Context: an optimization exercise on an open-source flow, tuned for small area and a short achievable clock period. The choices shown serve that exercise and are no tape-out recipe.
Where RTL was checked, it was by simulation tests only, not by an equivalence proof against the original.
Power is estimated from default activity; no workload was simulated.

==> umber <==
==> flow/design.v (excerpt) <==
module arb_res (
    input  wire        clk,
    input  wire        rst,
    input  wire        tick_i,
    input  wire        pause_i,
    input  wire        cmd_valid_i,
    input  wire        cmd_op_i,
    input  wire [5:0]  cmd_id_i,
    input  wire [15:0] cmd_lst_i,
    input  wire        cmd_nodl_i,
    input  wire        cmd_lock_i,
    input  wire        unlock_i,
    output wire        gnt_valid_o,
    output wire [5:0]  gnt_id_o,
    output wire        gnt_lock_o,
    output wire        gnt_miss_o,
    output wire [15:0] gnt_slack_o,
    output wire        locked_o,
    output wire        lock_over_o,
    output wire        lock_reject_o,
    output wire        rewrite_o,
    output wire [6:0]  sat_cnt_o,
    output wire [6:0]  shift_cnt_o,
    output wire [5:0]  ptr_o,
    output wire [15:0] now_o
);
==> flow/config.mk <==
export PLATFORM = sky130hd
export DESIGN_NAME = arb_res
export DESIGN_NICKNAME = arb_res
export VERILOG_FILES = /design/flow/design.v
export SDC_FILE = /design/flow/constraint.sdc
export NUM_CORES = 8
export LEC_CHECK = 0
export CAP_MARGIN = 20
export CORE_MARGIN = 2
export CORE_UTILIZATION = 62
export CTS_CLUSTER_DIAMETER = 80
export CTS_CLUSTER_SIZE = 24
export SLEW_MARGIN = 20
export SYNTH_HIERARCHICAL = 1
export TNS_END_PERCENT = 10
==> flow/constraint.sdc <==
create_clock -name core_clock -period 48.0 [get_ports {clk}]
set_input_delay 9.6000 -clock core_clock [delete_from_list [all_inputs] [get_ports {clk}]]
set_output_delay 9.6000 -clock core_clock [all_outputs]
set_load 0.01 [all_outputs]
standard.sh (not shown) runs the stock make flow with config.mk's settings and CLKGATE_MAP_FILE= SYNTH_SCRIPT=/design/flow/synth_recipe.tcl, a recipe that flattens the netlist after the stock synthesis.
==> flow/flow/run.sh <==
#!/bin/bash
# Layout flow: the standard ORFS flow (standard.sh) with two changes.
#  1. Synthesis maps the logic with our own ABC scripts instead of ORFS's:
#     the small modules named in flow/speed_modules.txt with abc_speed.script
#     (ORFS's own speed script), everything else with abc_area.script. It is
#     otherwise the standard synthesis (synth_recipe.tcl, with the
#     settings of config.mk), so the registers keep their names and cells.
#  2. Timing repair aims at the setup slack margin in flow/margin.txt (ns), so
#     that the critical paths are sized for a shorter period than the 48 ns
#     clock. The constraints (clock, I/O delays, loads) are the standard flow's.
# Each tool's output goes to synth.log / layout.log here, and ORFS's own logs
# under orfs/logs.
set -euo pipefail
W=$(pwd)
F=$W/flow
G=$W/flow_gen
mkdir -p "$G"
MARGIN=$(tr -d ' \n' < "$F/margin.txt")
SPEED=$(tr '\n' ' ' < "$F/speed_modules.txt")

sed "s|log_cmd abc {\*}\$abc_args|log_cmd abc -script $F/abc_speed.script {*}[lrange \$abc_args 2 end] $SPEED\n  log_cmd abc -script $F/abc_area.script {*}[lrange \$abc_args 2 end]|" \
    "$FLOW_HOME/scripts/synth.tcl" > "$G/synth.tcl"
grep -q "abc -script $F/abc_area.script" "$G/synth.tcl"
sed "s|source \$::env(SCRIPTS_DIR)/synth.tcl|source $G/synth.tcl|" synth_recipe.tcl > "$G/synth_recipe.tcl"
grep -q "source $G/synth.tcl" "$G/synth_recipe.tcl"

make -C "$FLOW_HOME" DESIGN_CONFIG="$W/config.mk" WORK_HOME="$W/orfs" CLKGATE_MAP_FILE= \
    SYNTH_SCRIPT="$G/synth_recipe.tcl" synth > "$W/synth.log" 2>&1

sed "s|\"\${@:-finish}\"|SETUP_SLACK_MARGIN=$MARGIN \"\${@:-finish}\"|" standard.sh > "$G/standard.sh"
grep -q "SETUP_SLACK_MARGIN=$MARGIN" "$G/standard.sh"
bash "$G/standard.sh" > "$W/layout.log" 2>&1
==> flow/flow/abc_area.script <==
&get -n
&st
&dch -f
&nf -R 1000
&put
==> flow/flow/abc_speed.script <==
&get -n
&st
&dch
&nf
&st
&syn2
&if -g -K 6
&synch2
&nf
&st
&syn2
&if -g -K 6
&synch2
&nf
&st
&syn2
&if -g -K 6
&synch2
&nf
&st
&syn2
&if -g -K 6
&synch2
&nf
&st
&syn2
&if -g -K 6
&synch2
&nf
&put
buffer -c
topo
stime -c
upsize -c
dnsize -c
==> flow/flow/margin.txt <==
24
==> flow/flow/speed_modules.txt <==
arb_ksub
arb_kcmp
arb_out
==> harbor (differences from umber) <==
--- a/flow/design.v
+++ b/flow/design.v
@@ -88,25 +88,26 @@
             assign hitg[i] = |(l1_sel[8*i +: 8] & hit[8*i +: 8]);
         end
     endgenerate
     wire lkg = |(l1_sel[47:44] & lk_q);   
     wire [W-1:0] l3_min = ~l3_z[WL-1:1];
     wire        ties = l3_tie;
     integer k;
-    wire        new_v  = cmd_new & ~v_q[cmd_id_i];
+    wire        new_v, rw_v;
+    arb_vsel u_vsel (.cmd_valid(cmd_valid_i), .cmd_op(cmd_op_i), .cmd_id(cmd_id_i), .v(v_q),
+        .new_v(new_v), .rw_v(rw_v));
     wire [15:0] kc;
     arb_ksub u_ksub (.lst(cmd_lst_i), .now(now_q), .kc(kc));
     wire        n_lt, n_eq;
     arb_kcmp u_kcmp (.a({1'b0, cmd_nodl_i, kc}), .b({~l3_any, l3_min}), .lt(n_lt), .eq(n_eq));
     wire lock_end = lock_act_q & (lock_beat_q == 5'd31);
     wire held     = lock_act_q & ~lock_end;
     wire free     = ~pause_i & ~held;
     wire lk_ok    = cmd_id_i[5:2] == 4'b1011;
     wire new_w, tie;
-    wire rw_v = cmd_rw & v_q[cmd_id_i];
     arb_out u_out (.new_v(new_v), .n_lt(n_lt), .n_eq(n_eq), .ties(ties), .l2_sel(l2_sel),
         .preg(preg), .hitg(hitg), .idg(l1_idx), .lkg(lkg), .rw_v(rw_v), .free_any(free & l3_any),
         .kc(kc), .mn(l3_min), .cmd_id(cmd_id_i), .cmd_nodl(cmd_nodl_i),
         .lock_n(cmd_lock_i & lk_ok), .new_w(new_w), .tie(tie), .gnt_id(gnt_id_o),
         .gnt_lock(gnt_lock_o), .gnt_slack(gnt_slack_o), .gnt_miss(gnt_miss_o),
         .rewrite(rewrite_o));
     assign gnt_valid_o = free & (new_v | l3_any);
@@ -279,14 +280,26 @@
     wire [15:0] kw = new_w ? kc : mn[15:0];
     wire        nw = new_w ? cmd_nodl : mn[16];
     assign gnt_id    = new_w ? cmd_id : ids;
     assign gnt_lock  = new_w ? lock_n : lock_s;
     assign gnt_slack = kw ^ 16'h8000;
     assign gnt_miss  = ~nw & ~kw[15];
 endmodule
+module arb_vsel (
+    input  wire        cmd_valid,
+    input  wire        cmd_op,
+    input  wire [5:0]  cmd_id,
+    input  wire [63:0] v,
+    output wire        new_v,
+    output wire        rw_v
+);
+    wire vc = v[cmd_id];
+    assign new_v = cmd_valid & ~cmd_op & ~vc;
+    assign rw_v  = cmd_valid &  cmd_op &  vc;
+endmodule
 module arb_popcount (
     input  wire [63:0] x,
     output reg  [6:0]  n
 );
     integer i;
     always @* begin
         n = 7'd0;
--- a/flow/flow/run.sh
+++ b/flow/flow/run.sh
@@ -4,14 +4,15 @@
 #     the small modules named in flow/speed_modules.txt with abc_speed.script
 #     (ORFS's own speed script), everything else with abc_area.script. It is
 #     otherwise the standard synthesis (synth_recipe.tcl, with the
 #     settings of config.mk), so the registers keep their names and cells.
 #  2. Timing repair aims at the setup slack margin in flow/margin.txt (ns), so
 #     that the critical paths are sized for a shorter period than the 48 ns
 #     clock. The constraints (clock, I/O delays, loads) are the standard flow's.
+#  3. The port buffers are buf_2 cells.
 # Each tool's output goes to synth.log / layout.log here, and ORFS's own logs
 # under orfs/logs.
 set -euo pipefail
 W=$(pwd)
 F=$W/flow
 G=$W/flow_gen
 mkdir -p "$G"
@@ -23,10 +24,12 @@
 grep -q "abc -script $F/abc_area.script" "$G/synth.tcl"
 sed "s|source \$::env(SCRIPTS_DIR)/synth.tcl|source $G/synth.tcl|" synth_recipe.tcl > "$G/synth_recipe.tcl"
 grep -q "source $G/synth.tcl" "$G/synth_recipe.tcl"
 
 make -C "$FLOW_HOME" DESIGN_CONFIG="$W/config.mk" WORK_HOME="$W/orfs" CLKGATE_MAP_FILE= \
     SYNTH_SCRIPT="$G/synth_recipe.tcl" synth > "$W/synth.log" 2>&1
 
-sed "s|\"\${@:-finish}\"|SETUP_SLACK_MARGIN=$MARGIN \"\${@:-finish}\"|" standard.sh > "$G/standard.sh"
+# ports get buf_2 buffers (ORFS's buffer_ports otherwise picks a delay cell)
+sed "s|\"\${@:-finish}\"|SETUP_SLACK_MARGIN=$MARGIN 'BUFFER_PORTS_ARGS=-buffer_cell sky130_fd_sc_hd__buf_2' \"\${@:-finish}\"|" \
+    standard.sh > "$G/standard.sh"
 grep -q "SETUP_SLACK_MARGIN=$MARGIN" "$G/standard.sh"
 bash "$G/standard.sh" > "$W/layout.log" 2>&1
==> flow/flow/speed_modules.txt (replaced) <==
arb_ksub
arb_kcmp
arb_out
arb_vsel
CORE_UTILIZATION = 60   (was 62)
==> yarrow (differences from umber) <==
--- a/flow/design.v
+++ b/flow/design.v
@@ -67,46 +67,39 @@
         .z(l3_z), .any(l3_any), .sel(l2_sel), .tie(l3_tie));
     wire [N-1:0] sel;                     
     generate
         for (i = 0; i < N; i = i + 1) begin : g_sel
             assign sel[i] = l1_sel[i] & l2_sel[i/8];
         end
     endgenerate
-    wire [N-1:0] pre;                     
     wire [N-1:0] hit;                     
-    wire        c_ge_p = cmd_id_i >= ptr_q;
     generate
-        for (i = 0; i < N; i = i + 1) begin : g_pre
-            wire lt_c = (i < cmd_id_i);
-            assign pre[i] = c_ge_p ? (lob[i] & lt_c) : (lob[i] | lt_c);
+        for (i = 0; i < N; i = i + 1) begin : g_hit
             assign hit[i] = (cmd_id_i == i);
         end
     endgenerate
     wire [7:0] preg, hitg;
-    generate
-        for (i = 0; i < 8; i = i + 1) begin : g_g
-            assign preg[i] = |(l1_sel[8*i +: 8] & pre[8*i +: 8]);
-            assign hitg[i] = |(l1_sel[8*i +: 8] & hit[8*i +: 8]);
-        end
-    endgenerate
+    arb_pre u_pre (.cmd_id(cmd_id_i), .ptr(ptr_q), .lob(lob), .l1_sel(l1_sel),
+        .preg(preg), .hitg(hitg));
     wire lkg = |(l1_sel[47:44] & lk_q);   
     wire [W-1:0] l3_min = ~l3_z[WL-1:1];
     wire        ties = l3_tie;
     integer k;
-    wire        new_v  = cmd_new & ~v_q[cmd_id_i];
+    wire        new_v, rw_v;
+    arb_vsel u_vsel (.cmd_valid(cmd_valid_i), .cmd_op(cmd_op_i), .cmd_id(cmd_id_i), .v(v_q),
+        .new_v(new_v), .rw_v(rw_v));
     wire [15:0] kc;
     arb_ksub u_ksub (.lst(cmd_lst_i), .now(now_q), .kc(kc));
     wire        n_lt, n_eq;
     arb_kcmp u_kcmp (.a({1'b0, cmd_nodl_i, kc}), .b({~l3_any, l3_min}), .lt(n_lt), .eq(n_eq));
     wire lock_end = lock_act_q & (lock_beat_q == 5'd31);
     wire held     = lock_act_q & ~lock_end;
     wire free     = ~pause_i & ~held;
     wire lk_ok    = cmd_id_i[5:2] == 4'b1011;
     wire new_w, tie;
-    wire rw_v = cmd_rw & v_q[cmd_id_i];
     arb_out u_out (.new_v(new_v), .n_lt(n_lt), .n_eq(n_eq), .ties(ties), .l2_sel(l2_sel),
         .preg(preg), .hitg(hitg), .idg(l1_idx), .lkg(lkg), .rw_v(rw_v), .free_any(free & l3_any),
         .kc(kc), .mn(l3_min), .cmd_id(cmd_id_i), .cmd_nodl(cmd_nodl_i),
         .lock_n(cmd_lock_i & lk_ok), .new_w(new_w), .tie(tie), .gnt_id(gnt_id_o),
         .gnt_lock(gnt_lock_o), .gnt_slack(gnt_slack_o), .gnt_miss(gnt_miss_o),
         .rewrite(rewrite_o));
     assign gnt_valid_o = free & (new_v | l3_any);
@@ -279,14 +272,49 @@
     wire [15:0] kw = new_w ? kc : mn[15:0];
     wire        nw = new_w ? cmd_nodl : mn[16];
     assign gnt_id    = new_w ? cmd_id : ids;
     assign gnt_lock  = new_w ? lock_n : lock_s;
     assign gnt_slack = kw ^ 16'h8000;
     assign gnt_miss  = ~nw & ~kw[15];
 endmodule
+module arb_vsel (
+    input  wire        cmd_valid,
+    input  wire        cmd_op,
+    input  wire [5:0]  cmd_id,
+    input  wire [63:0] v,
+    output wire        new_v,
+    output wire        rw_v
+);
+    wire vc = v[cmd_id];
+    assign new_v = cmd_valid & ~cmd_op & ~vc;
+    assign rw_v  = cmd_valid &  cmd_op &  vc;
+endmodule
+module arb_pre (
+    input  wire [5:0]  cmd_id,
+    input  wire [5:0]  ptr,
+    input  wire [63:0] lob,                 
+    input  wire [63:0] l1_sel,
+    output wire [7:0]  preg,
+    output wire [7:0]  hitg
+);
+    wire        c_ge_p = cmd_id >= ptr;
+    wire [63:0] pre, hit;
+    genvar i;
+    generate
+        for (i = 0; i < 64; i = i + 1) begin : g_i
+            wire lt_c = (i < cmd_id);
+            assign pre[i] = c_ge_p ? (lob[i] & lt_c) : (lob[i] | lt_c);
+            assign hit[i] = (cmd_id == i);
+        end
+        for (i = 0; i < 8; i = i + 1) begin : g_g
+            assign preg[i] = |(l1_sel[8*i +: 8] & pre[8*i +: 8]);
+            assign hitg[i] = |(l1_sel[8*i +: 8] & hit[8*i +: 8]);
+        end
+    endgenerate
+endmodule
 module arb_popcount (
     input  wire [63:0] x,
     output reg  [6:0]  n
 );
     integer i;
     always @* begin
         n = 7'd0;
--- a/flow/flow/run.sh
+++ b/flow/flow/run.sh
@@ -4,14 +4,15 @@
 #     the small modules named in flow/speed_modules.txt with abc_speed.script
 #     (ORFS's own speed script), everything else with abc_area.script. It is
 #     otherwise the standard synthesis (synth_recipe.tcl, with the
 #     settings of config.mk), so the registers keep their names and cells.
 #  2. Timing repair aims at the setup slack margin in flow/margin.txt (ns), so
 #     that the critical paths are sized for a shorter period than the 48 ns
 #     clock. The constraints (clock, I/O delays, loads) are the standard flow's.
+#  3. The port buffers are buf_2 cells.
 # Each tool's output goes to synth.log / layout.log here, and ORFS's own logs
 # under orfs/logs.
 set -euo pipefail
 W=$(pwd)
 F=$W/flow
 G=$W/flow_gen
 mkdir -p "$G"
@@ -23,10 +24,12 @@
 grep -q "abc -script $F/abc_area.script" "$G/synth.tcl"
 sed "s|source \$::env(SCRIPTS_DIR)/synth.tcl|source $G/synth.tcl|" synth_recipe.tcl > "$G/synth_recipe.tcl"
 grep -q "source $G/synth.tcl" "$G/synth_recipe.tcl"
 
 make -C "$FLOW_HOME" DESIGN_CONFIG="$W/config.mk" WORK_HOME="$W/orfs" CLKGATE_MAP_FILE= \
     SYNTH_SCRIPT="$G/synth_recipe.tcl" synth > "$W/synth.log" 2>&1
 
-sed "s|\"\${@:-finish}\"|SETUP_SLACK_MARGIN=$MARGIN \"\${@:-finish}\"|" standard.sh > "$G/standard.sh"
+# ports get buf_2 buffers (ORFS's buffer_ports otherwise picks a delay cell)
+sed "s|\"\${@:-finish}\"|SETUP_SLACK_MARGIN=$MARGIN 'BUFFER_PORTS_ARGS=-buffer_cell sky130_fd_sc_hd__buf_2' \"\${@:-finish}\"|" \
+    standard.sh > "$G/standard.sh"
 grep -q "SETUP_SLACK_MARGIN=$MARGIN" "$G/standard.sh"
 bash "$G/standard.sh" > "$W/layout.log" 2>&1
==> flow/flow/margin.txt (replaced) <==
25
==> flow/flow/speed_modules.txt (replaced) <==
arb_ksub
arb_kcmp
arb_out
arb_vsel
arb_pre
CORE_UTILIZATION = 60   (was 62)
==> comparison <==
In yarrow the wire length is larger than in umber, by about 13%.
In umber the design area is smaller than in yarrow, by 6.0%.
Non-clock buffer count: harbor is lower than yarrow (129).
The highest combinational power belongs to umber, the lowest to harbor.
In flip-flop and latch count, harbor and umber do not differ.
Of umber and harbor, umber has the higher clock-buffer cell count (gap 2).
Against umber, the register-to-register slack of yarrow is worse by 0.62 ns.
Between harbor and yarrow, the lower sequential share of layout area is in yarrow (gap 0.92 points).
Of umber and yarrow, yarrow has the higher via count (gap about 7%, measured against yarrow).
In yarrow the area after synthesis is larger than in umber, by 0.75%.
harbor finished but fails on antenna violations. yarrow passed the timing, design-rule and antenna checks. umber went through all stages and came out clean.
Against umber, the critical path depth of harbor is higher by 48.
No functional check of the RTL was part of harbor and yarrow.

static timing again, ports no longer ideal:
In the flow no input, the clock included, has a driving cell. The finished layouts below were timed again as built, in two steps.
Step 1: set_driving_cell puts a clkbuf_16 on clk and a buf_2 on each other input, an assumption about the parent block.
Step 2 times the ports against the registers' clock, not the clock port: input delays grow and output delays shrink by t, the midpoint of the rising clock arrivals with the driver on.
Three values: ideal, step 1, step 2; two values: the first two.
| run | shift t [ns] | setup WS [ns] | worst hold slack (ns) | worst setup path after step 2 | slew at the worst register clock pin (ns) |
|---|---|---|---|---|---|
| umber | 0.816 | 23.089 / 23.064 / 23.064 | 0.526 / 0.526 / 0.526 | input to output | 0.10 / 0.10 |
| harbor | 0.829 | 23.779 / 23.685 / 23.922 | 0.526 / 0.526 / 0.526 | input to output | 0.10 / 0.10 |
| yarrow | 0.855 | 21.746 / 21.654 / 22.510 | 0.528 / 0.528 / 0.528 | register to output | 0.10 / 0.10 |
The setup slack of umber, which loses most, moves by -0.025 ns with the drivers and by -0.025 ns with both steps.
